Background: an optimization exercise with open tools, aiming at small area, a short achievable clock period and few clock cycles per item. Do not read the settings as production practice.
In this exercise RTL edits were held to simulation tests only and were not proved equivalent to the original.
Power is estimated from default activity; no workload was simulated.

==> flow/design.v (outline; a module is shown in full before it is edited, if it fits) <==
// module trig_slots: 150 lines
// module ts_upd: 24 lines
// module ts_benc: 16 lines
// module ts_cmp: 1258 lines
module trig_slots (
    input  wire         clk,
    input  wire         rst,           
    input  wire         arm,
    input  wire [7:0]   cfg_kind,
    input  wire [7:0]   cfg_dir,
    input  wire [3:0]   cfg_nosettle,
    input  wire [95:0]  cfg_level,
    input  wire [63:0]  cfg_on,
    input  wire [63:0]  cfg_off,
    input  wire [19:0]  cfg_l,
    input  wire [19:0]  cfg_s,
    input  wire [3:0]   cfg_lfreeze,
    input  wire         in_valid,
    output wire         in_ready,
    input  wire [31:0]  in_data,
    output reg          res_valid,
    output reg  [3:0]   res_meet,
    output reg  [3:0]   res_active
);
  // ...
==> flow/run.sh <==
#!/bin/bash
# synth_recipe.tcl (not shown) runs the flow's synth.tcl, then flattens the netlist and writes it again
# the make line also repeats each setting of config.mk as NAME=value (left out here)
make -C /OpenROAD-flow-scripts/flow DESIGN_CONFIG=/design/flow/config.mk WORK_HOME=/design/flow/orfs CLKGATE_MAP_FILE= SYNTH_SCRIPT=/design/flow/synth_recipe.tcl finish
==> flow/config.mk <==
export PLATFORM = sky130hd
export DESIGN_NAME = trig_slots
export DESIGN_NICKNAME = trig_slots
export VERILOG_FILES = /design/flow/design.v
export SDC_FILE = /design/flow/constraint.sdc
export NUM_CORES = 4
export LEC_CHECK = 0
export CAP_MARGIN = 20
export CORE_MARGIN = 2
export CORE_UTILIZATION = 50
export PLACE_DENSITY = 0.65
export SLEW_MARGIN = 20
==> flow/constraint.sdc <==
create_clock -name core_clock -period 34.0 [get_ports {clk}]
set_input_delay 6.8000 -clock core_clock [delete_from_list [all_inputs] [get_ports {clk}]]
set_output_delay 6.8000 -clock core_clock [all_outputs]
set_load 0.01 [all_outputs]
==> flow_summary.json, run 1 <==
{
  "antenna_found_initial": 29,
  "combPwrFrac_pct": 69.5,
  "grt_use_met2_pct": 51.4,
  "total_power_mw": 7.98,
  "routedWlPerCell_um": 23.7,
  "largestRegisters": "slot.lta: 160 flops, slot.sta: 160 flops, slot.kb_r: 100 flops",
  "r2r_cells": 29,
  "slowest_stage": "a211oi_1",
  "area_growth_pct": 6.67,
  "post-dp-hpwl_mm": 365,
  "clock_sinks": 852,
  "cts_max_path_buffers": 4,
  "status": "timing/DRC/antenna clean",
  "power_frac_seq_pct": 14.5,
  "period_minus_slack_ns": 9.51,
  "place_area_um2": 151000,
  "critPathLaunchType": "flip-flop",
  "yosysTopAreaCell": "fa_1",
  "drc": 0,
  "finalWorstSetupSlack_ns": 24.49,
  "dr.max_layer_used": "met5",
  "clkTransAtPathRegs_ns": 0.06,
  "dieArea_um2": 295000,
  "synth-compound-area-share_pct": 23.6,
  "stdcell_count": 21270,
  "cts-buffers-inserted": 111,
  "min_period_over_period_pct": 28.0,
  "skew_ns": 0.0999,
  "yosys_most_used_dff": "dfxtp_1",
  "ctsHtreeMaxLevel": 3,
  "pwr-share-clk_pct": 15.9,
  "cp_top_family": "compound AO/OA/AOI/OAI gates",
  "grt_busiest_layer": "met2",
  "post_cts_buffers": 0,
  "powerClk_mw": 1.27,
  "gr-total-overflow": 0,
  "core_area_um2": 290000,
  "finalSetupViolations": 0
}
Testbench counts, summed over its fixed seeds: cycles 32,056, items 32,000.
==> inputs of run 2 (changes only) <==
--- a/flow/config.mk
+++ b/flow/config.mk
@@ -9,4 +9,4 @@
 export CORE_MARGIN = 2
-export CORE_UTILIZATION = 50
-export PLACE_DENSITY = 0.65
+export CORE_UTILIZATION = 30
+export PLACE_DENSITY = 0.5
 export SLEW_MARGIN = 20
==> flow_summary.json, run 2 <==
{
  "core_area_um2": 482000,
  "timing.slew.headroom_pct": 21.2,
  "place_congestion": 0.919,
  "drive_gt1_share_pct": 6.27,
  "ctsHtreeMaxLevel": 3,
  "p_leak_nw": 61.8,
  "pin_count": 334,
  "synth_warnings": 1,
  "arrival_ns": 10.56,
  "post_cts_buffers": 0,
  "antenna_found_initial": 63,
  "ir_drop_uv": 60.0,
  "routedWlPerCell_um": 23.1,
  "slowest_stage": "a211oi_1",
  "path_class": "reg2reg",
  "drtIter0Drc": 12819,
  "grt_start_max_net_pins": 77,
  "grt_pass1_wl_mm": 830,
  "die_w_um": 700,
  "fin_area_um2": 159000,
  "period_minus_slack_ns": 9.80,
  "port_buffers": 327,
  "yosys_most_used_dff": "dfxtp_1",
  "first_global_vias": 128475,
  "r2r-start": "smp_a[1]",
  "clkTransAtPathRegs_ns": 0.07,
  "rrSetupSlack_ns": 24.20,
  "critPathBufInv": 3,
  "rsz0062_at_grt": "no",
  "synth_top_area_share_pct": 17.4,
  "drtPass1Iterations": 8,
  "hold_depth": 2,
  "cts-buffers-inserted": 122,
  "cts_max_path_buffers": 4,
  "critPathMaxFanout": 14,
  "end_kind": "flip-flop",
  "clk_latency_ns": 0.98,
  "synth_area_per_cell_um2": 8.14,
  "finalSetupViolations": 0,
  "hold_end": "slot[2].b_lm",
  "synth_most_common_cell": "inv_1",
  "post-dp-hpwl_mm": 400,
  "cts_resized": 0,
  "area_growth_pct": 9.22,
  "max_freq_mhz": 102,
  "syn_area_um2": 145000,
  "final_cell_mix": "1490 x inv_1, 1390 x nand2_1, 1295 x a22oi_1",
  "clock_sinks": 852,
  "synthesis.nets": 20248,
  "n_fill_cell": 50839,
  "min_path_type": "reg2reg",
  "synth.area.top_cells": "fa_1 17%, dfxtp_1 7.7%, ha_1 6.9%",
  "vias": 132234,
  "cts_tree": "built",
  "cp.required_ns": 34.76,
  "cp_num_cells": 30,
  "start_util_pct": 30.1,
  "grtUsageTotal_pct": 21.7,
  "worstReg2RegEnd": "slot[1].sta[38]",
  "min_period_over_period_pct": 28.8,
  "skew_ns": 0.131,
  "dieArea_um2": 490000,
  "antenna_left": 0,
  "rows": 255,
  "yosysTopAreaCell": "fa_1",
  "drv_cap": 0,
  "r2r_cells": 30,
  "async_reset_ff_share_pct": 0,
  "worstMarginPinSlew_ns": 1.18,
  "max_stage_delay_ns": 0.96,
  "status": "timing/DRC/antenna clean",
  "maxSlewViolCount": 0,
  "total_power_mw": 8.15,
  "place_area_um2": 155000,
  "final_common_cell": "inv_1",
  "ys_seq_area_share_pct": 13.8,
  "drc": 0,
  "critPathLaunchType": "flip-flop",
  "power.density_nw_per_um2": 51.3,
  "hold_viol_final": 0,
  "synth_cell_types": 103,
  "wirelength_mm": 551,
  "gr-total-overflow": 0,
  "vias_per_cell": 5.54,
  "worstHoldStart": "slot[2].has_prev",
  "largestRegisters": "slot.lta: 160 flops, slot.sta: 160 flops, slot.kb_r: 100 flops",
  "cts_hold_buf": 0,
  "cp_top_family": "compound AO/OA/AOI/OAI gates",
  "synth_common_cells": "1490 x inv_1, 1390 x nand2_1, 1295 x a22oi_1, 1264 x fa_1, 1231 x nor2_1",
  "final_nets": 19688,
  "die_h_um": 700,
  "root_buffer": "clkbuf_16",
  "synth_edf_count": 296,
  "tns_ns": 0,
  "synth_cells": 17863,
  "ys_ff_latch": 852
}
[run 2: cells by family (layout without fill, tap and decap cells)]
kind of cell	after synthesis	after routing	share of synthesized area, %
other	1	19	0.00258
flip-flops	852	852	13.8
multiplexers	707	707	5.57
AO/OA/AOI/OAI	5155	5155	23.6
XOR/XNOR	1903	1903	11.5
AND/OR/NAND/NOR	4234	4234	13.6
buffers and inverters	2922	2465	7.56
adder cells (fa/ha/maj)	2089	2089	24.4
[run 2: metrics by stage]
step	utilization [%]	std cells	setup WS [ns]	hold slack [ns]
finish	32.9	23849	24.20	0.442
detailed placement	32.0	23603	23.68	0.430
global route	32.9	23832	23.82	0.452
global placement	32.0	23603	23.69	0.430
CTS	32.9	23830	24.55	0.440
floorplan	-	17863	25.55	0.412
[run 2: routing by layer]
layer / global-route usage [%] / share of wire (%)
met1: 30.6 / 45
met2: 34.2 / 44
met3: 3.54 / 7.3
met4: 6.04 / 2.9
met5: 0 / 0.058
[run 2: final cells by class]
type | count | area (um2) | share of cell area, %
repair buffers | 726 | 6290 | 3.96
well taps | 6425 | 8040 | 5.06
clock buffers | 154 | 3420 | 2.15
diodes | 18 | 45.0 | 0.0284
clock inverters | 73 | 761 | 0.479
inverters | 1512 | 5680 | 3.57
multi-input cells | 14089 | 115000 | 72.1
flip-flops and latches | 852 | 20100 | 12.6
[run 2: report_power, final]
part	total [mW]	internal (mW)	switching, mW	leakage (nW)
logic	5.60	2.24	3.37	52.3
registers	1.16	1.11	0.0560	7.43
clock network	1.38	0.788	0.595	2.06
total	8.15	4.13	4.02	61.8
[run 2: worst max path at each step]
stage	endpoint	from	slack, ns
2_1_floorplan	smp_a[21]	in_data[11]	25.55
3_3_place_gp	slot[3].off_r[0]	arm	23.69
3_5_place_dp	slot[3].off_r[0]	arm	23.68
4_1_cts	slot[1].sta[38]	smp_a[1]	24.55
5_1_grt	slot[1].sta[38]	smp_a[1]	23.82
6_report	slot[1].sta[38]	smp_a[1]	24.20
[run 2: worst min-delay path: stages, from the launching register on]
cell      delay (ns)
dfxtp_1         0.31
inv_1           0.05
a211oi_1        0.04
==> module trig_slots, before the edit <==
module trig_slots (
    input  wire         clk,
    input  wire         rst,           
    input  wire         arm,
    input  wire [7:0]   cfg_kind,
    input  wire [7:0]   cfg_dir,
    input  wire [3:0]   cfg_nosettle,
    input  wire [95:0]  cfg_level,
    input  wire [63:0]  cfg_on,
    input  wire [63:0]  cfg_off,
    input  wire [19:0]  cfg_l,
    input  wire [19:0]  cfg_s,
    input  wire [3:0]   cfg_lfreeze,
    input  wire         in_valid,
    output wire         in_ready,
    input  wire [31:0]  in_data,
    output reg          res_valid,
    output reg  [3:0]   res_meet,
    output reg  [3:0]   res_active
);
    assign in_ready = 1'b1;
    reg        smp_v;
    reg [23:0] smp_x;
    reg [23:0] smp_a;                             
    reg        smp_settle, smp_stale, smp_fill;
    wire [23:0] in_x = in_data[31:8];
    always @(posedge clk) begin
        smp_v      <= in_valid & ~rst;
        smp_x      <= in_x;
        smp_a      <= in_x[23] ? (~in_x + 24'd1) : in_x;
        smp_settle <= in_data[0];
        smp_stale  <= in_data[3];
        smp_fill   <= in_data[6];
    end
    wire        forget = smp_fill | smp_stale;    
    wire        ev_all = ~forget;                 
    wire        ev_ns  = ~forget & ~smp_settle;   
    reg arm_d;
    always @(posedge clk) arm_d <= arm & ~rst;
    reg [20:0] cnt_all, cnt_ns;
    always @(posedge clk) begin
        if (arm) begin
            cnt_all <= 21'd0;
            cnt_ns  <= 21'd0;
        end else if (smp_v) begin
            cnt_all <= cnt_all + {20'd0, ev_all};
            cnt_ns  <= cnt_ns  + {20'd0, ev_ns};
        end
    end
    reg b_any;
    always @(posedge clk) begin
        b_any     <= smp_v & ~rst;
        res_valid <= b_any & ~rst;
    end
    genvar g;
    generate
        for (g = 0; g < 4; g = g + 1) begin : slot
            reg [1:0]  kind;
            reg [1:0]  dir;
            reg        nosettle;
            reg [23:0] level;
            reg [15:0] on_r, off_r;
            reg [4:0]  l_r, s_r;
            reg        lfreeze;
            reg [39:0] sta, lta;
            reg        active, warm;
            reg        big;           
            reg        has_prev, p_lt, p_gt;
            reg        b_v;           
            reg        b_sl;          
            reg        b_ready;       
            reg        b_lm;          
            reg [24:0] kb_r;          
            wire is_lvl = (kind == 2'd1);
            wire is_sl  = (kind == 2'd3);
            wire eval   = nosettle ? ev_ns : ev_all;
            wire [20:0] n = nosettle ? cnt_ns : cnt_all;
            wire ready  = warm | (n == (21'd1 << l_r));
            wire x_lt = $signed(smp_x) < $signed(level);
            wire x_gt = $signed(smp_x) > $signed(level);
            wire lvl_meet = has_prev &
                            (((dir == 2'd0 || dir == 2'd2) && p_lt && !x_lt) ||
                             ((dir == 2'd1 || dir == 2'd2) && p_gt && !x_gt));
            wire [39:0] sta_n, lta_n;
            ts_upd u_sta (.v(sta), .a(smp_a), .sh(s_r), .y(sta_n));
            ts_upd u_lta (.v(lta), .a(smp_a), .sh(l_r), .y(lta_n));
            wire a_sl = smp_v & is_sl & eval;
            wire [39:0] lam = {lta[39:17], lta[16] | ~big, lta[15:0] & {16{big}}};
            wire        ge;
            wire [24:0] kb_on, kb_off;
            ts_benc e_on  (.k(on_r),  .kb(kb_on));
            ts_benc e_off (.k(off_r), .kb(kb_off));
            ts_cmp u_cmp (.s(sta), .lam(lam), .kb(kb_r), .ge(ge));
            wire act_b  = b_ready ? ge : active;
            wire meet_b = b_ready & ~active & ge;
            wire act_nx = arm_d ? 1'b0 : (b_v ? act_b : active);
            always @(posedge clk) begin
                if (rst)
                    kind <= 2'd0;
                else if (arm)
                    kind <= cfg_kind[2*g +: 2];
                if (arm) begin
                    dir      <= cfg_dir[2*g +: 2];
                    nosettle <= cfg_nosettle[g];
                    level    <= cfg_level[24*g +: 24];
                    on_r     <= cfg_on[16*g +: 16];
                    off_r    <= cfg_off[16*g +: 16];
                    l_r      <= cfg_l[5*g +: 5];
                    s_r      <= cfg_s[5*g +: 5];
                    lfreeze  <= cfg_lfreeze[g];
                end
                b_v     <= a_sl & ~rst;
                b_sl    <= is_sl;
                b_ready <= ready;
                b_lm    <= smp_v & is_lvl & eval & lvl_meet;
                kb_r    <= act_nx ? kb_off : kb_on;
                if (arm_d) begin
                    sta      <= 40'd0;
                    lta      <= 40'd0;
                    big      <= 1'b0;
                    warm     <= 1'b0;
                    has_prev <= 1'b0;
                end else begin
                    if (a_sl) begin
                        sta  <= sta_n;
                        warm <= ready;
                        if (!(act_nx && lfreeze)) begin
                            lta <= lta_n;
                            big <= |lta_n[39:16];
                        end
                    end
                    if (smp_v && is_lvl) begin
                        if (forget) begin
                            has_prev <= 1'b0;
                        end else if (eval) begin
                            has_prev <= 1'b1;
                            p_lt     <= x_lt;
                            p_gt     <= x_gt;
                        end
                    end
                end
                active <= act_nx;
                if (b_any) begin
                    res_meet[g]   <= b_v ? meet_b : b_lm;
                    res_active[g] <= b_sl & (b_v ? act_b : active);
                end
            end
        end
    endgenerate
endmodule
==> inputs of run 3 (changes only) <==
--- a/flow/design.v
+++ b/flow/design.v
@@ -58,5 +58,3 @@
             reg [1:0]  kind;
-            reg [1:0]  dir;
             reg        nosettle;
-            reg [23:0] level;
             reg [15:0] on_r, off_r;
@@ -74,2 +72,4 @@
             wire is_lvl = (kind == 2'd1);
+            wire [23:0] level = {off_r[7:0], on_r};
+            wire [1:0]  dir   = off_r[9:8];
             wire is_sl  = (kind == 2'd3);
@@ -102,7 +102,11 @@
                 if (arm) begin
-                    dir      <= cfg_dir[2*g +: 2];
                     nosettle <= cfg_nosettle[g];
-                    level    <= cfg_level[24*g +: 24];
-                    on_r     <= cfg_on[16*g +: 16];
-                    off_r    <= cfg_off[16*g +: 16];
+                    if (cfg_kind[2*g +: 2] == 2'd1) begin
+                        on_r       <= cfg_level[24*g +: 16];
+                        off_r[9:0] <= {cfg_dir[2*g +: 2], cfg_level[24*g+16 +: 8]};
+                    end else begin
+                        on_r       <= cfg_on[16*g +: 16];
+                        off_r[9:0] <= cfg_off[16*g +: 10];
+                    end
+                    off_r[15:10] <= cfg_off[16*g+10 +: 6];
                     l_r      <= cfg_l[5*g +: 5];
--- a/flow/config.mk
+++ b/flow/config.mk
@@ -9,4 +9,4 @@
 export CORE_MARGIN = 2
-export CORE_UTILIZATION = 30
-export PLACE_DENSITY = 0.5
+export CORE_UTILIZATION = 50
+export PLACE_DENSITY = 0.65
 export SLEW_MARGIN = 20
==> flow_summary.json, run 3 <==
{
  "status": "timing/DRC/antenna clean",
  "max_freq_mhz": 101,
  "synthesis.nets": 20475,
  "place_area_um2": 151000,
  "synth_area_per_cell_um2": 8.01,
  "critPathLaunchType": "flip-flop",
  "cp.required_ns": 34.70,
  "rsz0062_at_grt": "no",
  "skew_ns": 0.0886,
  "die_h_um": 542,
  "final_cell_mix": "1501 x inv_1, 1371 x nand2_1, 1308 x a22oi_1",
  "area_growth_pct": 6.61,
  "synth_most_common_cell": "inv_1",
  "drc": 0,
  "antenna_found_initial": 50,
  "post_cts_buffers": 0,
  "root_buffer": "clkbuf_16",
  "finalSetupViolations": 0,
  "path_class": "reg2reg",
  "switching_share_pct": 50.5,
  "utilization_pct": 53.6,
  "syn_area_um2": 145000,
  "min_period_over_period_pct": 29.1,
  "pre_cts_ws_ns": 24.50,
  "finalWorstSetupSlack_ns": 24.12,
  "largestRegisters": "slot.lta: 160 flops, slot.sta: 160 flops, slot.kb_r: 100 flops",
  "p_int_mw": 4.19,
  "ir_drop_uv": 71.3,
  "vias_per_cell": 6.39,
  "port_buffers": 327,
  "grtUsageTotal_pct": 36.0,
  "routedWlPerCell_um": 25.4,
  "synth_cell_types": 98,
  "yosys_most_used_dff": "dfxtp_1",
  "cts_tree": "built",
  "synth_warnings": 1,
  "synth_common_cells": "1501 x inv_1, 1371 x nand2_1, 1308 x a22oi_1, 1264 x fa_1, 1225 x nor2_1",
  "cts_resized": 0,
  "wirelength_mm": 543,
  "whs_ns": 0.456,
  "switching_power_mw": 4.27,
  "dieArea_um2": 294000,
  "grt_start_max_net_pins": 110,
  "ys_ff_latch": 748,
  "fin_area_um2": 155000,
  "antenna_left": 0,
  "gr-total-overflow": 0,
  "place_congestion": 1.01,
  "cts_hold_buf": 0,
  "hold_viol_final": 0,
  "clkTransAtPathRegs_ns": 0.06,
  "synth.area.top_cells": "fa_1 17%, dfxtp_1 7.7%, ha_1 6.9%",
  "cts_max_path_buffers": 4,
  "rows": 197,
  "drtIter0Drc": 14866,
  "stdcell_count": 21414,
  "maxSlewViolCount": 0,
  "async_reset_ff_share_pct": 0,
  "pwr-share-clk_pct": 14.1,
  "grt_pass1_wl_mm": 820,
  "dp_cells": 21156,
  "drtPass1Iterations": 9,
  "core_area_um2": 288000,
  "clk_latency_ns": 0.89,
  "period_minus_slack_ns": 9.88,
  "vias": 136861,
  "synth_edf_count": 192,
  "cts-buffers-inserted": 104,
  "drv_cap": 0,
  "critPathMaxFanout": 8,
  "final_nets": 19871,
  "ys_seq_area_share_pct": 11.7,
  "total_power_mw": 8.46,
  "timing.slew.headroom_pct": 16.3,
  "ctsHtreeMaxLevel": 3,
  "first_global_vias": 130418,
  "p_leak_nw": 61.0,
  "end_kind": "flip-flop",
  "clock_sinks": 748,
  "start_util_pct": 50.3,
  "min_path_type": "reg2reg",
  "synth_top_area_share_pct": 17.5,
  "power_frac_seq_pct": 12.4,
  "synth_cells": 18086,
  "power.density_nw_per_um2": 54.7,
  "combPwrFrac_pct": 73.5,
  "yosysTopAreaCell": "fa_1",
  "final_common_cell": "inv_1",
  "arrival_ns": 10.58,
  "worstMarginPinSlew_ns": 1.25,
  "post-dp-hpwl_mm": 402,
  "tns_ns": 0,
  "die_w_um": 542,
  "drive_gt1_share_pct": 6.36,
  "pin_count": 334
}
[run 3: area by class of cell]
type	count	area [um2]
Multi-Input combinational cell	14374	117000
Timing Repair Buffer	731	6330
Antenna cell	68	170
Tap cell	3781	4730
Fill cell	27483	134000
Clock buffer	121	2800
Inverter	1523	5720
Sequential cell	748	17000
Clock inverter	68	808
[run 3: cell families after synthesis]
kind of cell    share of synthesized area [%]
simple gates                             14.1
fa+ha+maj                                24.6
buf+inv                                  7.70
compound gates                           23.9
xor+xnor                                 11.6
other cells                           0.00259
flops                                    11.7
mux                                      6.45
[run 3: critical path, stage by stage (launching register included)]
cell	delay (ns)
dfxtp_2	1.07
ha_1	0.45
a21o_1	0.20
a221oi_1	0.36
o31ai_1	0.22
o211a_1	0.30
o21ai_0	0.44
mux2_2	0.40
o21ai_0	0.28
o21ai_0	0.18
mux2i_1	0.52
nor2_1	0.08
a311oi_1	0.42
mux2i_1	0.22
ha_1	0.41
a2111oi_0	0.44
o21ai_0	0.17
a22o_1	0.25
nor2_1	0.47
xnor2_1	0.15
or4b_2	0.71
nor4_1	0.36
nand4_1	0.20
or4_1	0.55
nor4_1	0.73
a211oi_1	0.09
[run 3: per-layer routing]
| metal | global-route usage [%] | up-vias | wire [um] |
|---|---|---|---|
| li1 | - | 62531 | - |
| met1 | 46.8 | 66489 | 217000 |
| met2 | 54.6 | 6549 | 238000 |
| met3 | 7.90 | 1274 | 52100 |
| met4 | 21.6 | 18 | 35700 |
| met5 | 0 | - | 119 |
[run 3: final timing paths]
| path | from | endpoint | slack [ns] | cells past startpoint |
|---|---|---|---|---|
| worst max-delay path | smp_a[1] | slot[3].big | 24.12 | 25 |
| worst min-delay path | slot[2].lta[33] | slot[2].lta[33] | 0.46 | 2 |
| worst max register to register | smp_a[1] | slot[3].big | 24.12 | 25 |
| worst min register to register | slot[2].lta[33] | slot[2].lta[33] | 0.46 | 2 |
[run 3: power groups by stage]
stage               combinational [mW]  sequential (mW)  clock (mW)
floorplan                         4.53             1.01           0
global placement                  6.02             1.06           0
detailed placement                6.10             1.06           0
CTS                               6.14             1.04        1.21
global route                      6.94             1.05        1.24
finish                            6.22             1.05        1.20
Testbench counts of run 3, summed over its fixed seeds: cycles 32,056, items 32,000.
==> inputs of run 4 (changes only) <==
--- a/flow/config.mk
+++ b/flow/config.mk
@@ -7,3 +7,3 @@
 export LEC_CHECK = 0
-export CAP_MARGIN = 20
+export CAP_MARGIN = 60
 export CORE_MARGIN = 2
@@ -11,2 +11,2 @@
 export PLACE_DENSITY = 0.65
-export SLEW_MARGIN = 20
+export SLEW_MARGIN = 60
==> flow_summary.json, run 4 <==
{
  "area_growth_pct": 7.81,
  "die_h_um": 542,
  "max_freq_mhz": 107,
  "grt_start_max_net_pins": 74,
  "final_cell_mix": "1490 x inv_1, 1367 x nand2_1, 1308 x a22oi_1",
  "wirelength_mm": 544,
  "r2r-start": "smp_a[2]",
  "arrival_ns": 10.09,
  "cts_resized": 0,
  "core_area_um2": 288000,
  "timing.slew.headroom_pct": 55.2,
  "synth_common_cells": "1501 x inv_1, 1371 x nand2_1, 1308 x a22oi_1, 1264 x fa_1, 1225 x nor2_1",
  "whs_ns": 0.456,
  "cts-buffers-inserted": 103,
  "async_reset_ff_share_pct": 0,
  "synth_most_common_cell": "inv_1",
  "worstHoldStart": "slot[2].lta[33]",
  "drc": 0,
  "antenna_found_initial": 33,
  "rows": 197,
  "ys_ff_latch": 748,
  "pin_count": 334,
  "start_util_pct": 50.3,
  "clk_latency_ns": 0.87,
  "finalSetupViolations": 0,
  "synth_edf_count": 192,
  "final_common_cell": "inv_1",
  "drtIter0Drc": 14382,
  "min_path_type": "reg2reg",
  "hold_viol_final": 0,
  "drtPass1Iterations": 7,
  "syn_area_um2": 145000,
  "critPathLaunch": "smp_a[2]",
  "synthesis.nets": 20475,
  "largestRegisters": "slot.lta: 160 flops, slot.sta: 160 flops, slot.kb_r: 100 flops",
  "cts_max_path_buffers": 4,
  "n_fill_cell": 27252,
  "port_buffers": 327,
  "final_nets": 19912,
  "ir_drop_uv": 77.4,
  "vias_per_cell": 6.40,
  "drive_gt1_share_pct": 7.76,
  "dieArea_um2": 294000,
  "place_congestion": 1.01,
  "antenna_left": 0,
  "first_global_vias": 130825,
  "ys_seq_area_share_pct": 11.7,
  "critPathLaunchType": "flip-flop",
  "drv_cap": 0,
  "cp_top_family": "compound AO/OA/AOI/OAI gates",
  "cp.required_ns": 34.72,
  "synth_cell_types": 98,
  "skew_ns": 0.0871,
  "vias": 137225,
  "post-dp-hpwl_mm": 405,
  "grt_pass1_wl_mm": 822,
  "cp_common_cell": "o2111ai_1",
  "root_buffer": "clkbuf_16",
  "p_leak_nw": 61.6,
  "path_class": "reg2reg",
  "post_cts_buffers": 0,
  "place_area_um2": 152000,
  "status": "timing/DRC/antenna clean",
  "rsz0062_at_grt": "no",
  "critPathMaxFanout": 8,
  "synth_cells": 18086,
  "yosysTopAreaCell": "fa_1",
  "yosys_most_used_dff": "dfxtp_1",
  "maxSlewViolCount": 0,
  "worstMarginPinSlew_ns": 0.670,
  "grtUsageTotal_pct": 36.0,
  "gr-total-overflow": 0,
  "fin_area_um2": 156000,
  "cts_tree": "built",
  "max_stage_delay_ns": 0.66,
  "synth.area.top_cells": "fa_1 17%, dfxtp_1 7.7%, ha_1 6.9%",
  "power.density_nw_per_um2": 54.5,
  "routedWlPerCell_um": 25.4,
  "ctsHtreeMaxLevel": 3,
  "slowest_stage": "dfxtp_2",
  "clkTransAtPathRegs_ns": 0.06,
  "synth_area_per_cell_um2": 8.01,
  "cts_hold_buf": 0,
  "period_minus_slack_ns": 9.37,
  "synth_warnings": 1,
  "min_period_over_period_pct": 27.6,
  "critPathBufInv": 2,
  "die_w_um": 542,
  "tns_ns": 0,
  "end_kind": "flip-flop",
  "rrSetupSlack_ns": 24.63,
  "synth_top_area_share_pct": 17.5,
  "clock_sinks": 748
}
run 4: metal layers:
metal  share of wire, %  track usage, %
met5              0.014               0
met4                6.9            22.4
met3                9.7            7.80
met1                 40            46.4
met2                 44            54.8
run 4: worst paths after layout:
kind | endpoint | depth (start not counted)
setup / recovery | slot[1].big | 28
hold / removal | slot[2].lta[33] | 2
setup reg to reg | slot[1].big | 28
hold reg to reg | slot[2].lta[33] | 2
run 4: kinds of logic after synthesis:
family          after synthesis  synth area share (%)
flops                       748                  11.7
mux                         818                  6.45
fa+ha+maj                  2091                  24.6
compound gates             5178                  23.9
buf+inv                    2964                  7.70
simple gates               4371                  14.1
xor+xnor                   1915                  11.6
other cells                   1               0.00259
run 4: stage by stage:
step | util [%] | power (mW) | setup WS [ns] | std cells
finish | 54.2 | 8.52 | 24.63 | 21434
global route | 54.2 | 9.29 | 24.42 | 21424
detailed placement | 52.7 | 7.20 | 24.69 | 21184
global placement | 52.3 | 7.08 | 24.42 | 21156
CTS | 54.0 | 8.44 | 24.73 | 21372
floorplan | - | 5.54 | 25.67 | 18086
run 4: report_power, final:
part	leakage (nW)	internal, mW	switching, mW	total [mW]
Sequential	6.43	0.961	0.0846	1.05
Clock	1.75	0.694	0.502	1.20
Combinational	53.4	2.56	3.71	6.28
Total	61.6	4.22	4.30	8.52
run 4: final cells by class:
type / instances / area, um2 / area share (%)
antenna: 47 / 118 / 0.0753
clock buffer: 114 / 2700 / 1.73
clock inverter: 74 / 895 / 0.572
inverter: 1523 / 5730 / 3.67
multi-input combinational: 14374 / 118000 / 75.3
sequential: 748 / 17100 / 10.9
tap: 3781 / 4730 / 3.03
timing repair buffer: 773 / 7320 / 4.68
run 4: tightest hold or removal path, delay by kind of cell (launching register included):
kind / cells / cell delay (ns)
AND/OR/NAND/NOR: 1 / 0.05
flip-flops: 1 / 0.31
AO/OA/AOI/OAI: 1 / 0.05
==> inputs of run 5 (changes only) <==
==> flow/flow/run.sh (new file) <==
#!/bin/bash
set -e
export SETUP_SLACK_MARGIN=25.5
echo "export SETUP_SLACK_MARGIN = 25.5" >> config.mk
bash standard.sh > standard.log 2>&1
==> flow/standard.sh (new file) <==
#!/bin/bash
# synth_recipe.tcl (not shown) runs the flow's synth.tcl, then flattens the netlist and writes it again
# the make line also repeats each setting of config.mk as NAME=value (left out here)
make -C /OpenROAD-flow-scripts/flow DESIGN_CONFIG=/design/flow/config.mk WORK_HOME=/design/flow/orfs CLKGATE_MAP_FILE= SYNTH_SCRIPT=/design/flow/synth_recipe.tcl "${@:-finish}"
--- a/flow/config.mk
+++ b/flow/config.mk
@@ -12 +12,2 @@
 export SLEW_MARGIN = 60
+export SETUP_SLACK_MARGIN = 25.5
removed: flow/run.sh
==> flow_summary.json, run 5 <==
{
  "cp_num_cells": 1,
  "rows": 197,
  "antenna_found_initial": 31,
  "clk_latency_ns": 0.87,
  "switching_share_pct": 50.5,
  "rrSetupSlack_ns": 25.64,
  "maxSlewViolCount": 0,
  "clkTransAtPathRegs_ns": 0.07,
  "p_leak_nw": 61.7,
  "drv_cap": 0,
  "grt_start_max_net_pins": 74,
  "pwr-share-clk_pct": 14.0,
  "place_area_um2": 152000,
  "finalSetupViolations": 0,
  "vias_per_cell": 6.40,
  "whs_ns": 0.454,
  "max_stage_delay_ns": 0.48,
  "multi_input_area_um2": 118000,
  "combPwrFrac_pct": 73.7,
  "wirelength_mm": 544,
  "drtIter0Drc": 14609,
  "switching_power_mw": 4.31,
  "min_path_type": "reg2reg",
  "ys_seq_area_share_pct": 11.7,
  "synth_common_cells": "1501 x inv_1, 1371 x nand2_1, 1308 x a22oi_1, 1264 x fa_1, 1225 x nor2_1",
  "hold_depth": 2,
  "synth.area.top_cells": "fa_1 17%, dfxtp_1 7.7%, ha_1 6.9%",
  "r2r_cells": 29,
  "stdcell_count": 21452,
  "finalWorstSetupSlack_ns": 25.56,
  "synth_top_area_share_pct": 17.5,
  "die_w_um": 542,
  "p_int_mw": 4.22,
  "yosys_most_used_dff": "dfxtp_1",
  "gr-total-overflow": 0,
  "yosysTopAreaCell": "fa_1",
  "power_frac_seq_pct": 12.3,
  "root_buffer": "clkbuf_16",
  "clock_sinks": 748,
  "cts_max_path_buffers": 4,
  "first_global_vias": 130845,
  "dp_cells": 21184,
  "synth_edf_count": 192,
  "cts_tree": "built",
  "ir_drop_uv": 77.4,
  "end_kind": "output port",
  "synthesis.nets": 20475,
  "tns_ns": 0,
  "critPathLaunchType": "flip-flop",
  "critPathBufInv": 1,
  "ctsHtreeMaxLevel": 3,
  "vias": 137191,
  "arrival_ns": 1.64,
  "area_growth_pct": 8.16,
  "syn_area_um2": 145000,
  "hold_viol_final": 0,
  "period_minus_slack_ns": 8.44,
  "post-dp-hpwl_mm": 405,
  "max_freq_mhz": 118,
  "slowest_stage": "edfxtp_1",
  "dieArea_um2": 294000,
  "status": "timing/DRC/antenna clean",
  "timing.slew.headroom_pct": 54.8,
  "crit_chain": "dlygate4sd2_1",
  "min_period_over_period_pct": 24.8,
  "fin_area_um2": 157000,
  "power.density_nw_per_um2": 54.4,
  "routedWlPerCell_um": 25.4,
  "die_h_um": 542,
  "synth_area_per_cell_um2": 8.01,
  "largestRegisters": "slot.lta: 160 flops, slot.sta: 160 flops, slot.kb_r: 100 flops",
  "seq_area_um2": 17100,
  "final_cell_mix": "1488 x inv_1, 1366 x nand2_1, 1308 x a22oi_1",
  "cts_hold_buf": 0,
  "synth_most_common_cell": "inv_1",
  "pin_count": 334,
  "cp.required_ns": 27.20,
  "synth_warnings": 1,
  "drtPass1Iterations": 7,
  "async_reset_ff_share_pct": 0,
  "core_area_um2": 288000,
  "cp_top_family": "flip-flops",
  "drc": 0,
  "start_util_pct": 50.3,
  "synth_cell_types": 98,
  "drive_gt1_share_pct": 8.17,
  "final_common_cell": "inv_1",
  "n_fill_cell": 27220,
  "grt_pass1_wl_mm": 822,
  "worstMarginPinSlew_ns": 0.678,
  "grtUsageTotal_pct": 36.0,
  "path_class": "reg2out",
  "skew_ns": 0.0879,
  "critPathMaxFanout": 1,
  "cts-buffers-inserted": 103,
  "place_congestion": 1.01,
  "final_nets": 19925,
  "port_buffers": 327,
  "rsz0062_at_grt": "yes",
  "synth_cells": 18086,
  "ys_ff_latch": 748,
  "antenna_left": 0,
  "pre_cts_ws_ns": 24.69
}
-- run 5: cell counts after synthesis --
No cell type changed its count.
-- run 5: cell type report --
type	count	area share (%)
Multi-Input combinational cell	14374	75.3
Inverter	1523	3.66
Sequential cell	748	10.9
Tap cell	3781	3.02
Clock buffer	114	1.72
Timing Repair Buffer	786	4.74
Clock inverter	74	0.571
Antenna cell	52	0.0830
-- run 5: power by group through the flow --
stage | Combinational (mW) | Clock, mW | Sequential, mW
detailed placement | 6.14 | 0 | 1.06
global route | 7.01 | 1.24 | 1.05
floorplan | 4.53 | 0 | 1.01
CTS | 6.19 | 1.21 | 1.04
finish | 6.29 | 1.20 | 1.05
global placement | 6.02 | 0 | 1.06
-- run 5: metrics by stage --
| stage | util, % | total power [mW] |
|---|---|---|
| finish | 54.4 | 8.53 |
| global route | 54.4 | 9.30 |
| CTS | 54.0 | 8.45 |
| detailed placement | 52.7 | 7.20 |
| global placement | 52.3 | 7.08 |
| floorplan | - | 5.54 |
-- run 5: kinds of logic (layout without fill, tap and decap cells) --
logic type,after synthesis,in the layout,synth area share (%)
compound gates,5178,5178,23.9
mux,818,818,6.45
simple gates,4371,4371,14.1
flops,748,748,11.7
buf+inv,2964,2497,7.70
other cells,1,53,0.00259
xor+xnor,1915,1915,11.6
fa+ha+maj,2091,2091,24.6
-- run 5: path summary, 6_finish.rpt --
check | startpoint | to
hold / removal | slot[2].lta[33] | slot[2].lta[33]
setup / recovery | res_meet[3] | res_meet[3]
setup reg to reg | smp_a[2] | slot[1].big
hold reg to reg | slot[2].lta[33] | slot[2].lta[33]
-- run 5: timing repair --
action / CTS / global route
setup endpoints to repair: 14 / 16
pin swaps: 0 / 6
setup buffers: 1 / 13
resized for setup: 30 / 78
-- run 5: metal layers --
| metal | wire (um) | vias up | global-route usage, % |
|---|---|---|---|
| met4 | 38400 | 10 | 22.2 |
| met5 | 71 | - | 0 |
| met2 | 237000 | 6527 | 54.9 |
| met3 | 52300 | 1277 | 7.73 |
| li1 | - | 62675 | - |
| met1 | 216000 | 66702 | 46.5 |
==> inputs of run 6 (changes only) <==
--- a/flow/design.v
+++ b/flow/design.v
@@ -64,3 +64,2 @@
             reg        active, warm;
-            reg        big;           
             reg        has_prev, p_lt, p_gt;
@@ -87,2 +86,3 @@
             wire a_sl = smp_v & is_sl & eval;
+            wire        big = |lta[39:16];
             wire [39:0] lam = {lta[39:17], lta[16] | ~big, lta[15:0] & {16{big}}};
@@ -123,3 +123,2 @@
                     lta      <= 40'd0;
-                    big      <= 1'b0;
                     warm     <= 1'b0;
@@ -130,6 +129,4 @@
                         warm <= ready;
-                        if (!(act_nx && lfreeze)) begin
+                        if (!(act_nx && lfreeze))
                             lta <= lta_n;
-                            big <= |lta_n[39:16];
-                        end
                     end
==> flow_summary.json, run 6 <==
{
  "period_minus_slack_ns": 8.48,
  "crit_chain": "dlygate4sd2_1",
  "largestRegisters": "slot.lta: 160 flops, slot.sta: 160 flops, slot.kb_r: 100 flops",
  "grt_pass1_wl_mm": 802,
  "first_global_vias": 128449,
  "n_fill_cell": 26773,
  "rows": 196,
  "synth_cells": 17434,
  "pin_count": 334,
  "hold_viol_final": 0,
  "arrival_ns": 1.68,
  "cp_top_family": "flip-flops",
  "rsz0062_at_grt": "yes",
  "total_power_mw": 8.39,
  "die_h_um": 539,
  "synth.area.top_cells": "fa_1 18%, dfxtp_1 7.7%, ha_1 7.0%",
  "yosysTopAreaCell": "fa_1",
  "clk_latency_ns": 0.80,
  "die_w_um": 539,
  "yosys.area_share.simple_pct": 13.5,
  "cts-buffers-inserted": 98,
  "clkTransAtPathRegs_ns": 0.06,
  "cts_tree": "built",
  "vias_per_cell": 6.42,
  "grt_start_max_net_pins": 82,
  "worstMarginPinSlew_ns": 0.650,
  "synth_most_common_cell": "inv_1",
  "timing.slew.headroom_pct": 55.5,
  "synth_cell_types": 109,
  "grt_use_met3_pct": 8.65,
  "gr-total-overflow": 0,
  "finalSetupViolations": 0,
  "synth_fa_ha_area_share_pct": 25.1,
  "tns_ns": 0,
  "synth_xor_area_share_pct": 11.7,
  "vias": 133827,
  "yosys_most_used_dff": "dfxtp_1",
  "syn_area_um2": 143000,
  "p_leak_nw": 60.8,
  "synth_common_cells": "1427 x inv_1, 1269 x nand2_1, 1264 x fa_1, 1228 x a22oi_1, 1133 x clkbuf_1",
  "synth-compound-area-share_pct": 23.6,
  "synth_top_area_share_pct": 17.7,
  "drv_cap": 0,
  "final_cell_mix": "1421 x inv_1, 1265 x nand2_1, 1263 x fa_1",
  "min_path_type": "reg2reg",
  "post-dp-hpwl_mm": 381,
  "power.density_nw_per_um2": 54.1,
  "min_period_over_period_pct": 24.9,
  "ctsHtreeMaxLevel": 3,
  "end_kind": "output port",
  "critPathBufInv": 1,
  "max_freq_mhz": 118,
  "drive_gt1_share_pct": 8.89,
  "async_reset_ff_share_pct": 0,
  "status": "timing/DRC/antenna clean",
  "synth_warnings": 1,
  "muxShareOfSynthArea_pct": 6.96,
  "critPathMaxFanout": 1,
  "path_class": "reg2out",
  "wirelength_mm": 531,
  "grt_use_met2_pct": 53.8,
  "cp.required_ns": 27.20,
  "drc": 0,
  "start_util_pct": 50.2,
  "antenna_found_initial": 33,
  "cts_max_path_buffers": 3,
  "synth_top_family_by_area": "adder cells",
  "root_buffer": "clkbuf_16",
  "cts_hold_buf": 0,
  "drtPass1Iterations": 7,
  "final_common_cell": "inv_1",
  "grtUsageTotal_pct": 35.5,
  "dieArea_um2": 290000,
  "max_stage_delay_ns": 0.55,
  "area_growth_pct": 8.57,
  "synthesis.nets": 19823,
  "maxSlewViolCount": 0,
  "grt_busiest_layer": "met2",
  "skew_ns": 0.0451,
  "ys_ff_latch": 744,
  "port_buffers": 327,
  "grt_use_met1_pct": 45.0,
  "critPathLaunchType": "flip-flop",
  "ys_seq_area_share_pct": 11.8,
  "synth_area_per_cell_um2": 8.20,
  "antenna_left": 0,
  "core_area_um2": 285000,
  "final_nets": 19350,
  "clock_sinks": 744,
  "routedWlPerCell_um": 25.5,
  "place_congestion": 0.988,
  "synth_edf_count": 192,
  "drtIter0Drc": 14104,
  "slowest_stage": "edfxtp_1",
  "ir_drop_uv": 68.4
}
## run 6: cell count changes after synthesis, moves of 53 or more
cell	delta
a21oi_1	-83
a22o_1	+64
a22oi_1	-80
clkbuf_1	-61
inv_1	-74
mux2i_1	-66
nand2_1	-102
nor2_1	-151
o21ai_0	-68
xor2_1	-53
## run 6: logic make-up (layout without fill, tap and decap cells)
| logic type | after synthesis | after routing |
|---|---|---|
| compound gates | 4969 | 4969 |
| xor+xnor | 1900 | 1900 |
| fa+ha+maj | 2121 | 2121 |
| buf+inv | 2821 | 2430 |
| flops | 744 | 744 |
| mux | 820 | 820 |
| other cells | 1 | 31 |
| simple gates | 4058 | 4061 |
## run 6: layout make-up
type | instances | area (um2) | area share (%)
sequential | 744 | 17000 | 10.9
tap | 3762 | 4710 | 3.03
antenna | 30 | 75.1 | 0.0484
timing repair buffer | 790 | 7710 | 4.97
clock inverter | 52 | 697 | 0.449
clock buffer | 133 | 2800 | 1.80
multi-input combinational | 13872 | 117000 | 75.2
inverter | 1455 | 5480 | 3.53
## run 6: worst paths after layout
| check | start | end | slack [ns] | depth (start not counted) |
|---|---|---|---|---|
| worst min register to register | slot[2].has_prev | slot[2].b_lm | 0.45 | 2 |
| worst max register to register | smp_a[5] | slot[3].sta[39] | 25.70 | 28 |
| worst min-delay path | slot[2].has_prev | slot[2].b_lm | 0.45 | 2 |
| worst max-delay path | res_meet[2] | res_meet[2] | 25.52 | 1 |
## run 6: routing by layer
metal	wire (um)	up-vias
met4	38500	34
met1	209000	64857
met5	241	-
li1	-	60687
met3	53600	1454
met2	229000	6795
## run 6: metrics by stage
step	instance area (um2)	worst slack, ns	hold slack (ns)	cells	utilization (%)
2_1_floorplan	143000	25.58	0.412	17434	-
3_3_place_gp	149000	24.11	0.428	20555	52.3
3_5_place_dp	150000	24.50	0.436	20584	52.8
4_1_cts	154000	25.29	0.444	20785	54.1
5_1_grt	155000	25.38	0.474	20818	54.5
6_report	155000	25.52	0.446	20838	54.5
## run 6: where the power goes
part	leakage (nW)	internal (mW)	switching [mW]
sequential	6.39	0.957	0.0649
combinational	52.7	2.59	3.62
clock	1.70	0.674	0.488
## run 6: timing repair
item	4_1_cts	5_1_grt
gates cloned	3	1
pin swaps	9	16
setup buffers	13	7
endpoints found under the setup margin	178	131
gates resized for setup	40	92
## run 6: worst reg2reg max path, delay by kind of cell, from the launching register on
family / cells / cell delay (ns)
AND/OR/NAND/NOR: 7 / 2.21
flip-flops: 1 / 0.31
buffers and inverters: 2 / 0.44
adder cells (fa/ha/maj): 2 / 0.64
AO/OA/AOI/OAI: 17 / 4.67
Testbench counts of run 6, summed over its fixed seeds: cycles 32,056, items 32,000.
==> inputs of run 7 (changes only) <==
==> flow/run.sh (new file) <==
#!/bin/bash
# synth_recipe.tcl (not shown) runs the flow's synth.tcl, then flattens the netlist and writes it again
# the make line also repeats each setting of config.mk as NAME=value (left out here)
make -C /OpenROAD-flow-scripts/flow DESIGN_CONFIG=/design/flow/config.mk WORK_HOME=/design/flow/orfs CLKGATE_MAP_FILE= SYNTH_SCRIPT=/design/flow/synth_recipe.tcl finish
--- a/flow/config.mk
+++ b/flow/config.mk
@@ -12,2 +12 @@
 export SLEW_MARGIN = 60
-export SETUP_SLACK_MARGIN = 25.5
removed: flow/flow/run.sh
removed: flow/standard.sh
==> flow_summary.json, run 7 <==
{
  "dp_cells": 20584,
  "die_h_um": 539,
  "power.density_nw_per_um2": 54.2,
  "pin_count": 334,
  "drc": 0,
  "r2r-start": "smp_a[6]",
  "min_period_over_period_pct": 28.4,
  "largestRegisters": "slot.lta: 160 flops, slot.sta: 160 flops, slot.kb_r: 100 flops",
  "area_growth_pct": 8.05,
  "drive_gt1_share_pct": 8.39,
  "final_common_cell": "inv_1",
  "ctsHtreeMaxLevel": 3,
  "synth_warnings": 1,
  "tns_ns": 0,
  "ys_seq_area_share_pct": 11.8,
  "yosysTopAreaCell": "fa_1",
  "stdcell_count": 20819,
  "switching_power_mw": 4.16,
  "vias": 133688,
  "drtIter0Drc": 14015,
  "cp_common_cell": "a211o_1",
  "rows": 196,
  "rsz0062_at_grt": "no",
  "clk_latency_ns": 0.80,
  "hold_viol_final": 0,
  "final_nets": 19325,
  "maxSlewViolCount": 0,
  "first_global_vias": 128283,
  "grtUsageTotal_pct": 35.4,
  "synth_edf_count": 192,
  "synth_cell_types": 109,
  "syn_area_um2": 143000,
  "arrival_ns": 10.35,
  "ir_drop_uv": 66.8,
  "max_stage_delay_ns": 0.60,
  "antenna_left": 0,
  "gr-total-overflow": 0,
  "cts_hold_buf": 0,
  "r2r_cells": 28,
  "end_kind": "flip-flop",
  "max_freq_mhz": 104,
  "synth_top_area_share_pct": 17.7,
  "place_congestion": 0.988,
  "post_cts_buffers": 0,
  "cts-buffers-inserted": 98,
  "grt_start_max_net_pins": 82,
  "drv_cap": 0,
  "slowest_stage": "or4_1",
  "clkTransAtPathRegs_ns": 0.06,
  "dieArea_um2": 290000,
  "grt_pass1_wl_mm": 801,
  "switching_share_pct": 49.7,
  "antenna_found_initial": 31,
  "routedWlPerCell_um": 25.5,
  "combPwrFrac_pct": 73.9,
  "synth_common_cells": "1427 x inv_1, 1269 x nand2_1, 1264 x fa_1, 1228 x a22oi_1, 1133 x clkbuf_1",
  "worstMarginPinSlew_ns": 0.642,
  "vias_per_cell": 6.42,
  "critPathLaunch": "smp_a[6]",
  "finalSetupViolations": 0,
  "critPathMaxFanout": 12,
  "p_leak_nw": 60.5,
  "whs_ns": 0.443,
  "critPathLaunchType": "flip-flop",
  "synthesis.nets": 19823,
  "synth_cells": 17434,
  "yosys_most_used_dff": "dfxtp_1",
  "drtPass1Iterations": 6,
  "final_cell_mix": "1421 x inv_1, 1265 x nand2_1, 1264 x fa_1",
  "cts_max_path_buffers": 3,
  "synth_area_per_cell_um2": 8.20,
  "total_power_mw": 8.37,
  "start_util_pct": 50.2,
  "async_reset_ff_share_pct": 0,
  "synth_most_common_cell": "inv_1",
  "skew_ns": 0.0454,
  "cts_resized": 0,
  "synth.area.top_cells": "fa_1 18%, dfxtp_1 7.7%, ha_1 7.0%",
  "port_buffers": 327,
  "wirelength_mm": 530,
  "path_class": "reg2reg",
  "timing.slew.headroom_pct": 56.0,
  "clock_sinks": 744,
  "min_path_type": "reg2reg",
  "pwr-share-clk_pct": 13.9,
  "p_int_mw": 4.21,
  "status": "timing/DRC/antenna clean",
  "root_buffer": "clkbuf_16",
  "period_minus_slack_ns": 9.64,
  "die_w_um": 539,
  "power_frac_seq_pct": 12.2,
  "core_area_um2": 285000,
  "worstHoldStart": "slot[2].has_prev",
  "cp.required_ns": 34.71,
  "post-dp-hpwl_mm": 381,
  "hold_depth": 2,
  "cts_tree": "built",
  "ys_ff_latch": 744
}
-- run 7: path summary, 6_finish.rpt --
kind	slack, ns	endpoint
min reg2reg	0.44	slot[2].b_lm
max	24.36	slot[3].sta[39]
max reg2reg	24.36	slot[3].sta[39]
min	0.44	slot[2].b_lm
-- run 7: logic make-up (layout without fill, tap and decap cells) --
family | count (synthesis) | in the layout | synth area share (%)
AO/OA/AOI/OAI | 4969 | 4969 | 23.6
AND/OR/NAND/NOR | 4058 | 4058 | 13.5
buffers and inverters | 2821 | 2408 | 7.44
adder cells (fa/ha/maj) | 2121 | 2121 | 25.1
XOR/XNOR | 1900 | 1900 | 11.7
multiplexers | 820 | 820 | 6.96
flip-flops | 744 | 744 | 11.8
other | 1 | 37 | 0.00262
-- run 7: area by class of cell --
cell class                 instances  area, um2
antenna                           36       90.1
clock buffer                     133       2800
clock inverter                    52        697
fill                           26852     130000
inverter                        1455       5480
multi-input combinational      13869     116000
sequential                       744      17000
tap                             3762       4710
timing repair buffer             768       7430
-- run 7: stage by stage --
| stage | setup slack [ns] | utilization [%] | instance area [um2] |
|---|---|---|---|
| 5_1_grt | 23.95 | 54.2 | 154000 |
| 4_1_cts | 24.46 | 54.0 | 154000 |
| 6_report | 24.36 | 54.2 | 154000 |
| 2_1_floorplan | 25.58 | - | 143000 |
| 3_3_place_gp | 24.11 | 52.3 | 149000 |
| 3_5_place_dp | 24.50 | 52.8 | 150000 |
-- run 7: routing by layer --
layer / part of all wire (%) / vias up / track usage [%]
li1: - / 60633 / -
met1: 39 / 64687 / 45.0
met2: 44 / 6951 / 53.9
met3: 10 / 1389 / 8.69
met4: 6.9 / 28 / 22.4
met5: 0.070 / - / 0.526
-- run 7: worst max-delay path, delay by kind of cell, from the launching register on --
kind	cells	cell delay, ns
buffers and inverters	2	0.54
AOI/OAI and AO/OA	17	5.32
DFF	1	0.32
adders and majority gates	2	0.83
and+or+nand+nor	7	2.49
-- run 7: power by group through the flow --
stage | combinational, mW | clock (mW) | sequential, mW
after global placement | 5.92 | 0 | 1.04
after global routing | 6.88 | 1.21 | 1.02
after CTS | 6.08 | 1.18 | 1.02
after floorplan | 4.45 | 0 | 1.01
final | 6.18 | 1.16 | 1.02
after detailed placement | 6.03 | 0 | 1.04
==> module ts_upd, before the edit <==
module ts_upd (
    input  wire [39:0] v,
    input  wire [23:0] a,
    input  wire [4:0]  sh,
    output wire [39:0] y
);
    wire [40:0] d = {1'b0, a, 16'd0} - {1'b0, v};
    wire        n = d[40];
    wire [40:0] q = $signed(d) >>> sh;
    wire [20:0] f;
    assign f[0] = 1'b0;
    genvar j;
    generate
        for (j = 1; j <= 20; j = j + 1) begin : rc
            if (j == 1) begin : b1
                assign f[j] = d[0] & ~n;
            end else begin : bn
                assign f[j] = d[j-1] & (~n | (|d[j-2:0]));
            end
        end
    endgenerate
    wire rb = f[sh];
    assign y = v + q[39:0] + {39'd0, rb};
endmodule
==> inputs of run 8 (changes only) <==
--- a/flow/design.v
+++ b/flow/design.v
@@ -24,2 +24,3 @@
     reg [23:0] smp_a;                             
+    reg        smp_neg;                           
     reg        smp_settle, smp_stale, smp_fill;
@@ -29,3 +30,4 @@
         smp_x      <= in_x;
-        smp_a      <= in_x[23] ? (~in_x + 24'd1) : in_x;
+        smp_a      <= in_x ^ {24{in_x[23]}};
+        smp_neg    <= in_x[23];
         smp_settle <= in_data[0];
@@ -83,4 +85,4 @@
             wire [39:0] sta_n, lta_n;
-            ts_upd u_sta (.v(sta), .a(smp_a), .sh(s_r), .y(sta_n));
-            ts_upd u_lta (.v(lta), .a(smp_a), .sh(l_r), .y(lta_n));
+            ts_upd u_sta (.v(sta), .a(smp_a), .ai(smp_neg), .sh(s_r), .y(sta_n));
+            ts_upd u_lta (.v(lta), .a(smp_a), .ai(smp_neg), .sh(l_r), .y(lta_n));
             wire a_sl = smp_v & is_sl & eval;
@@ -143,6 +145,4 @@
                 active <= act_nx;
-                if (b_any) begin
-                    res_meet[g]   <= b_v ? meet_b : b_lm;
-                    res_active[g] <= b_sl & (b_v ? act_b : active);
-                end
+                res_meet[g]   <= b_v ? meet_b : b_lm;
+                res_active[g] <= b_sl & (b_v ? act_b : active);
             end
@@ -154,2 +154,3 @@
     input  wire [23:0] a,
+    input  wire        ai,
     input  wire [4:0]  sh,
@@ -157,3 +158,6 @@
 );
-    wire [40:0] d = {1'b0, a, 16'd0} - {1'b0, v};
+    wire        bl = |v[15:0];
+    wire [24:0] dh = {1'b0, a} + {1'b1, ~v[39:16]} + {24'd0, ai} + {24'd0, ~bl};
+    wire [15:0] dl = 16'd0 - v[15:0];
+    wire [40:0] d  = {dh, dl};
     wire        n = d[40];
==> flow/flow/run.sh (new file) <==
#!/bin/bash
set -e
export SETUP_SLACK_MARGIN=25.5
echo "export SETUP_SLACK_MARGIN = 25.5" >> config.mk
bash standard.sh > standard.log 2>&1
==> flow/standard.sh (new file) <==
#!/bin/bash
# synth_recipe.tcl (not shown) runs the flow's synth.tcl, then flattens the netlist and writes it again
# the make line also repeats each setting of config.mk as NAME=value (left out here)
make -C /OpenROAD-flow-scripts/flow DESIGN_CONFIG=/design/flow/config.mk WORK_HOME=/design/flow/orfs CLKGATE_MAP_FILE= SYNTH_SCRIPT=/design/flow/synth_recipe.tcl "${@:-finish}"
--- a/flow/config.mk
+++ b/flow/config.mk
@@ -12 +12,2 @@
 export SLEW_MARGIN = 60
+export SETUP_SLACK_MARGIN = 25.5
removed: flow/run.sh
==> flow_summary.json, run 8 <==
{
  "synth_top_area_share_pct": 17.9,
  "power.density_nw_per_um2": 58.4,
  "clock_sinks": 744,
  "async_reset_ff_share_pct": 0,
  "syn_area_um2": 143000,
  "end_kind": "output port",
  "status": "timing/DRC/antenna clean",
  "total_power_mw": 9.08,
  "port_buffers": 327,
  "timing.slew.headroom_pct": 55.1,
  "critPathBufInv": 1,
  "critPathMaxFanout": 1,
  "wirelength_mm": 519,
  "finalSetupViolations": 0,
  "hold_depth": 1,
  "die_w_um": 539,
  "hold_viol_final": 0,
  "p_leak_nw": 62.4,
  "first_global_vias": 126938,
  "crit_chain": "dlygate4sd2_1",
  "cts-buffers-inserted": 103,
  "synth_cell_types": 99,
  "final_nets": 19522,
  "synth_xor_area_share_pct": 11.6,
  "pin_count": 334,
  "synth_most_common_cell": "inv_1",
  "synth_edf_count": 184,
  "grt_pass1_wl_mm": 787,
  "worstMarginPinSlew_ns": 0.670,
  "drc": 0,
  "place_congestion": 0.958,
  "root_buffer": "clkbuf_16",
  "routedWlPerCell_um": 24.9,
  "min_path_type": "reg2reg",
  "min_period_over_period_pct": 24.4,
  "ys_seq_area_share_pct": 11.7,
  "synth_cells": 17343,
  "synth_fa_ha_area_share_pct": 26.8,
  "drtPass1Iterations": 7,
  "clk_latency_ns": 0.88,
  "synth_top_family_by_area": "adder cells",
  "drv_cap": 0,
  "largestRegisters": "slot.lta: 160 flops, slot.sta: 160 flops, slot.kb_r: 100 flops",
  "muxShareOfSynthArea_pct": 7.28,
  "grtUsageTotal_pct": 34.6,
  "worstHoldStart": "slot[0].b_sl",
  "synth.area.top_cells": "fa_1 18%, ha_1 8.5%, dfxtp_1 7.8%",
  "ctsHtreeMaxLevel": 3,
  "post-dp-hpwl_mm": 379,
  "rows": 196,
  "synthesis.nets": 19923,
  "tns_ns": 0,
  "die_h_um": 539,
  "maxSlewViolCount": 0,
  "yosysTopAreaCell": "fa_1",
  "hold_end": "res_active[0]",
  "ys_ff_latch": 744,
  "skew_ns": 0.0393,
  "vias": 132608,
  "core_area_um2": 285000,
  "r2r_cells": 34,
  "vias_per_cell": 6.37,
  "synth_warnings": 1,
  "finalWorstSetupSlack_ns": 25.71,
  "synth-compound-area-share_pct": 22.4,
  "synth_area_per_cell_um2": 8.25,
  "cp.required_ns": 27.20,
  "cts_max_path_buffers": 4,
  "rrSetupSlack_ns": 25.76,
  "period_minus_slack_ns": 8.29,
  "cp_top_family": "buffers and inverters",
  "r2r-start": "smp_a[0]",
  "final_cell_mix": "1398 x inv_1, 1296 x a22oi_1, 1276 x fa_1",
  "yosys_most_used_dff": "dfxtp_1",
  "path_class": "reg2out",
  "critPathLaunchType": "flip-flop",
  "place_area_um2": 150000,
  "start_util_pct": 50.2,
  "clkTransAtPathRegs_ns": 0.06,
  "max_stage_delay_ns": 0.32,
  "rsz0062_at_grt": "yes",
  "fin_area_um2": 155000,
  "synth_common_cells": "1414 x inv_1, 1298 x a22oi_1, 1280 x fa_1, 1212 x nand2_1, 1129 x nor2_1",
  "pre_cts_ws_ns": 24.44,
  "gr-total-overflow": 0,
  "dieArea_um2": 290000,
  "arrival_ns": 1.49,
  "antenna_found_initial": 41,
  "ir_drop_uv": 51.8,
  "grt_start_max_net_pins": 83,
  "slowest_stage": "dlygate4sd2_1",
  "antenna_left": 0,
  "yosys.area_share.simple_pct": 12.9,
  "drive_gt1_share_pct": 8.65,
  "max_freq_mhz": 121,
  "drtIter0Drc": 14022,
  "worstReg2RegEnd": "slot[1].sta[38]",
  "n_fill_cell": 26822,
  "cts_hold_buf": 0,
  "final_common_cell": "inv_1",
  "utilization_pct": 54.6,
  "cts_tree": "built",
  "area_growth_pct": 8.69
}
-- run 8: changes by cell type after synthesis, sizes merged, moves of 38 or more --
cell,change
ha,+175
mux2i,+114
a22oi,+70
a22o,-59
nand2,-57
nor2,+54
nand3,-50
a211oi,-45
mux4,-38
-- run 8: repair_timing --
| action | CTS | global route |
|---|---|---|
| setup buffers | 16 | 38 |
| setup endpoints to repair | 182 | 195 |
| pin swaps | 13 | 31 |
| resized for setup | 66 | 143 |
| cloned | 1 | 1 |
-- run 8: cell families (layout without fill, tap and decap cells) --
group | count (synthesis) | count (layout)
other | 1 | 33
AOI/OAI and AO/OA | 4775 | 4775
DFF | 744 | 744
and+or+nand+nor | 3934 | 3935
xor gates and xnor gates | 1902 | 1902
buffers and inverters | 2775 | 2454
adders and majority gates | 2300 | 2300
muxes | 912 | 912
-- run 8: worst max path at each step --
stage	from	to	slack [ns]	depth (start not counted)
after floorplan	slot[0].sta[0]	slot[0].sta[39]	25.79	33
after global placement	slot[1].lta[17]	slot[1].lta[38]	23.72	29
after detailed placement	slot[0].sta[1]	slot[0].sta[39]	24.44	31
after CTS	slot[0].sta[0]	slot[0].sta[39]	25.31	31
after global routing	slot[1].lta[6]	slot[1].lta[38]	25.35	32
final	res_meet[0]	res_meet[0]	25.71	1
-- run 8: per-stage QoR --
stage          hold slack [ns]  std cells
2_1_floorplan            0.403      17343
4_1_cts                  0.452      20735
5_1_grt                  0.463      20794
6_report                 0.453      20817
3_3_place_gp             0.424      20503
3_5_place_dp             0.429      20532
-- run 8: where the power goes --
| group | internal, mW | leakage (nW) | switching [mW] | total, mW |
|---|---|---|---|---|
| clock network | 0.662 | 1.70 | 0.491 | 1.15 |
| logic | 2.85 | 54.3 | 4.07 | 6.91 |
| registers | 0.955 | 6.39 | 0.0617 | 1.02 |
| total | 4.47 | 62.4 | 4.62 | 9.08 |
-- run 8: area by class of cell --
class / instances / area [um2] / area share, %
multi-input cells: 13825 / 117000 / 75.3
inverters: 1439 / 5440 / 3.50
repair buffers: 829 / 7770 / 5.00
diodes: 32 / 80.1 / 0.0515
clock inverters: 56 / 622 / 0.400
clock buffers: 130 / 2860 / 1.84
flip-flops and latches: 744 / 16900 / 10.9
well taps: 3762 / 4710 / 3.03
-- run 8: layer usage --
layer | track usage (%) | routed length, um
met5 | 0 | 190
met4 | 16.5 | 27100
met3 | 7.02 | 51100
met2 | 53.2 | 228000
met1 | 46.4 | 213000
Testbench counts of run 8, summed over its fixed seeds: cycles 32,056, items 32,000.
==> inputs of run 9 (changes only) <==
--- a/flow/design.v
+++ b/flow/design.v
@@ -66,2 +66,3 @@
             reg        active, warm;
+            reg        big;           
             reg        has_prev, p_lt, p_gt;
@@ -88,3 +89,2 @@
             wire a_sl = smp_v & is_sl & eval;
-            wire        big = |lta[39:16];
             wire [39:0] lam = {lta[39:17], lta[16] | ~big, lta[15:0] & {16{big}}};
@@ -125,2 +125,3 @@
                     lta      <= 40'd0;
+                    big      <= 1'b0;
                     warm     <= 1'b0;
@@ -131,4 +132,6 @@
                         warm <= ready;
-                        if (!(act_nx && lfreeze))
+                        if (!(act_nx && lfreeze)) begin
                             lta <= lta_n;
+                            big <= |lta_n[39:16];
+                        end
                     end
==> flow_summary.json, run 9 <==
{
  "arrival_ns": 9.25,
  "maxSlewViolCount": 0,
  "grt_pass1_wl_mm": 814,
  "final_cell_mix": "1424 x inv_1, 1337 x nand2_1, 1291 x a22oi_1",
  "cts_hold_buf": 0,
  "largestRegisters": "slot.lta: 160 flops, slot.sta: 160 flops, slot.kb_r: 100 flops",
  "clock_sinks": 748,
  "period_minus_slack_ns": 8.50,
  "cp.required_ns": 34.74,
  "drtIter0Drc": 15713,
  "synth-compound-area-share_pct": 22.9,
  "ctsHtreeMaxLevel": 3,
  "synth_fa_ha_area_share_pct": 26.5,
  "combPwrFrac_pct": 75.1,
  "min_period_over_period_pct": 25.0,
  "pin_count": 334,
  "synth_warnings": 1,
  "first_global_vias": 127423,
  "switching_power_mw": 4.66,
  "max_stage_delay_ns": 0.55,
  "yosys.area_share.simple_pct": 13.2,
  "clkTransAtPathRegs_ns": 0.06,
  "pwr-share-clk_pct": 13.2,
  "synth_top_family_by_area": "adder cells",
  "synth_top_area_share_pct": 17.8,
  "yosysTopAreaCell": "fa_1",
  "synth_xor_area_share_pct": 11.6,
  "synth_edf_count": 184,
  "critPathLaunchType": "flip-flop",
  "clk_latency_ns": 0.90,
  "ys_ff_latch": 748,
  "vias_per_cell": 6.41,
  "power.density_nw_per_um2": 57.9,
  "antenna_found_initial": 37,
  "cts_tree": "built",
  "area_growth_pct": 8.98,
  "power_frac_seq_pct": 11.7,
  "ys_seq_area_share_pct": 11.7,
  "min_path_type": "reg2reg",
  "grtUsageTotal_pct": 36.1,
  "synth.area.top_cells": "fa_1 18%, ha_1 8.5%, dfxtp_1 7.8%",
  "synth_area_per_cell_um2": 8.15,
  "start_util_pct": 50.4,
  "worstMarginPinSlew_ns": 0.668,
  "die_h_um": 541,
  "dieArea_um2": 292000,
  "async_reset_ff_share_pct": 0,
  "total_power_mw": 9.09,
  "synth_cells": 17671,
  "dp_cells": 20760,
  "synthesis.nets": 20251,
  "final_nets": 19778,
  "routedWlPerCell_um": 25.8,
  "gr-total-overflow": 0,
  "switching_share_pct": 51.3,
  "finalSetupViolations": 0,
  "critPathMaxFanout": 5,
  "r2r-start": "smp_a[0]",
  "core_area_um2": 286000,
  "synth_most_common_cell": "inv_1",
  "place_congestion": 0.986,
  "yosys_most_used_dff": "dfxtp_1",
  "antenna_left": 0,
  "drtPass1Iterations": 8,
  "synth_cell_types": 112,
  "tns_ns": 0,
  "cts-buffers-inserted": 102,
  "finalWorstSetupSlack_ns": 25.50,
  "end_kind": "flip-flop",
  "post-dp-hpwl_mm": 400,
  "stdcell_count": 21071,
  "slowest_stage": "or4b_1",
  "timing.slew.headroom_pct": 55.1,
  "pre_cts_ws_ns": 24.34,
  "critPathLaunch": "smp_a[0]",
  "path_class": "reg2reg",
  "hold_viol_final": 0,
  "rsz0062_at_grt": "yes",
  "muxShareOfSynthArea_pct": 6.63,
  "skew_ns": 0.102,
  "cts_max_path_buffers": 4,
  "synth_common_cells": "1446 x inv_1, 1347 x nand2_1, 1293 x a22oi_1, 1280 x fa_1, 1227 x a21oi_1",
  "p_int_mw": 4.43,
  "grt_start_max_net_pins": 78,
  "root_buffer": "clkbuf_16",
  "drive_gt1_share_pct": 9.18,
  "rows": 196,
  "max_freq_mhz": 118,
  "syn_area_um2": 144000,
  "worstHoldStart": "slot[2].b_sl",
  "die_w_um": 541,
  "ir_drop_uv": 82.3,
  "status": "timing/DRC/antenna clean",
  "p_leak_nw": 62.2,
  "vias": 135058,
  "drc": 0,
  "drv_cap": 0,
  "wirelength_mm": 544,
  "final_common_cell": "inv_1",
  "port_buffers": 327
}
-- run 9: worst max-delay path, delay by kind of cell, from the launching register on --
| family | cells | cell delay, ns |
|---|---|---|
| compound gates | 15 | 3.56 |
| fa+ha+maj | 5 | 1.69 |
| buf+inv | 6 | 0.78 |
| flops | 1 | 0.42 |
| mux | 1 | 0.09 |
| simple gates | 6 | 1.70 |
-- run 9: timing repair --
action / CTS / global route
setup buffers: 17 / 67
endpoints found under the setup margin: 69 / 66
gates cloned: 0 / 0
pin swaps: 24 / 86
resized for setup: 118 / 216
-- run 9: layout make-up --
type | instances | area (um2)
Clock buffer | 123 | 2800
Tap cell | 3762 | 4710
Multi-Input combinational cell | 14078 | 118000
Timing Repair Buffer | 794 | 7480
Fill cell | 26719 | 129000
Antenna cell | 28 | 70.1
Inverter | 1474 | 5590
Sequential cell | 748 | 17000
Clock inverter | 64 | 803
-- run 9: worst paths after layout --
path	endpoint	slack [ns]	cells past startpoint
max reg2reg	slot[2].big	25.50	33
max	slot[2].big	25.50	33
min reg2reg	res_active[2]	0.45	1
min	res_active[2]	0.45	1
-- run 9: kinds of logic after synthesis --
kind of cell,after synthesis
AOI/OAI and AO/OA,4957
xor gates and xnor gates,1902
adders and majority gates,2292
buffers and inverters,2845
DFF,748
muxes,844
other,1
and+or+nand+nor,4082
-- run 9: routing by layer --
layer / vias up / track usage, % / routed length [um]
met1: 65508 / 48.7 / 220000
met5: - / 0 / 49
li1: 61263 / - / -
met4: 8 / 21.0 / 36400
met3: 1279 / 8.48 / 59900
met2: 7000 / 52.6 / 228000
-- run 9: power by group through the flow --
stage	registers [mW]	logic, mW	clock network (mW)
after floorplan	1.01	4.81	0
after global placement	1.08	6.45	0
after detailed placement	1.08	6.57	0
after CTS	1.06	6.65	1.22
after global routing	1.06	7.56	1.25
final	1.06	6.82	1.20
-- run 9: metrics by stage --
step | hold WS [ns] | util [%] | instance area, um2
after global routing | 0.460 | 54.9 | 157000
after CTS | 0.445 | 54.2 | 155000
final | 0.447 | 54.9 | 157000
after global placement | 0.419 | 52.3 | 149000
after floorplan | 0.412 | - | 144000
after detailed placement | 0.431 | 52.7 | 151000
Testbench counts of run 9, summed over its fixed seeds: cycles 32,056, items 32,000.

## port drivers added, routing unchanged
Ports are ideal in the flow. The routed layouts listed here were re-timed in OpenROAD. Step 1 sets driving cells, clkbuf_16 on the clock port and buf_2 on the other inputs (assumed; they add their load-dependent delay and slew). Step 2 also shifts input and output timing later by t, the mid clock arrival at the registers, as if the neighbouring blocks saw the same clock. Three values: ideal ports, drivers, drivers and shift; two values: the first two.
run | t, ns | setup WS [ns]
run 1 | 0.994 | 24.494 / 24.494 / 23.786
run 2 | 1.026 | 24.198 / 24.198 / 23.799
run 3 | 0.951 | 24.123 / 24.123 / 24.123
run 4 | 0.933 | 24.630 / 24.630 / 24.483
run 5 | 0.937 | 25.557 / 25.453 / 24.603
run 6 | 0.882 | 25.524 / 25.419 / 24.774
run 7 | 0.887 | 24.356 / 24.356 / 24.356
run 8 | 0.962 | 25.714 / 25.621 / 25.000
run 9 | 0.964 | 25.496 / 25.496 / 24.997
After both steps setup and hold are still met in every run listed.
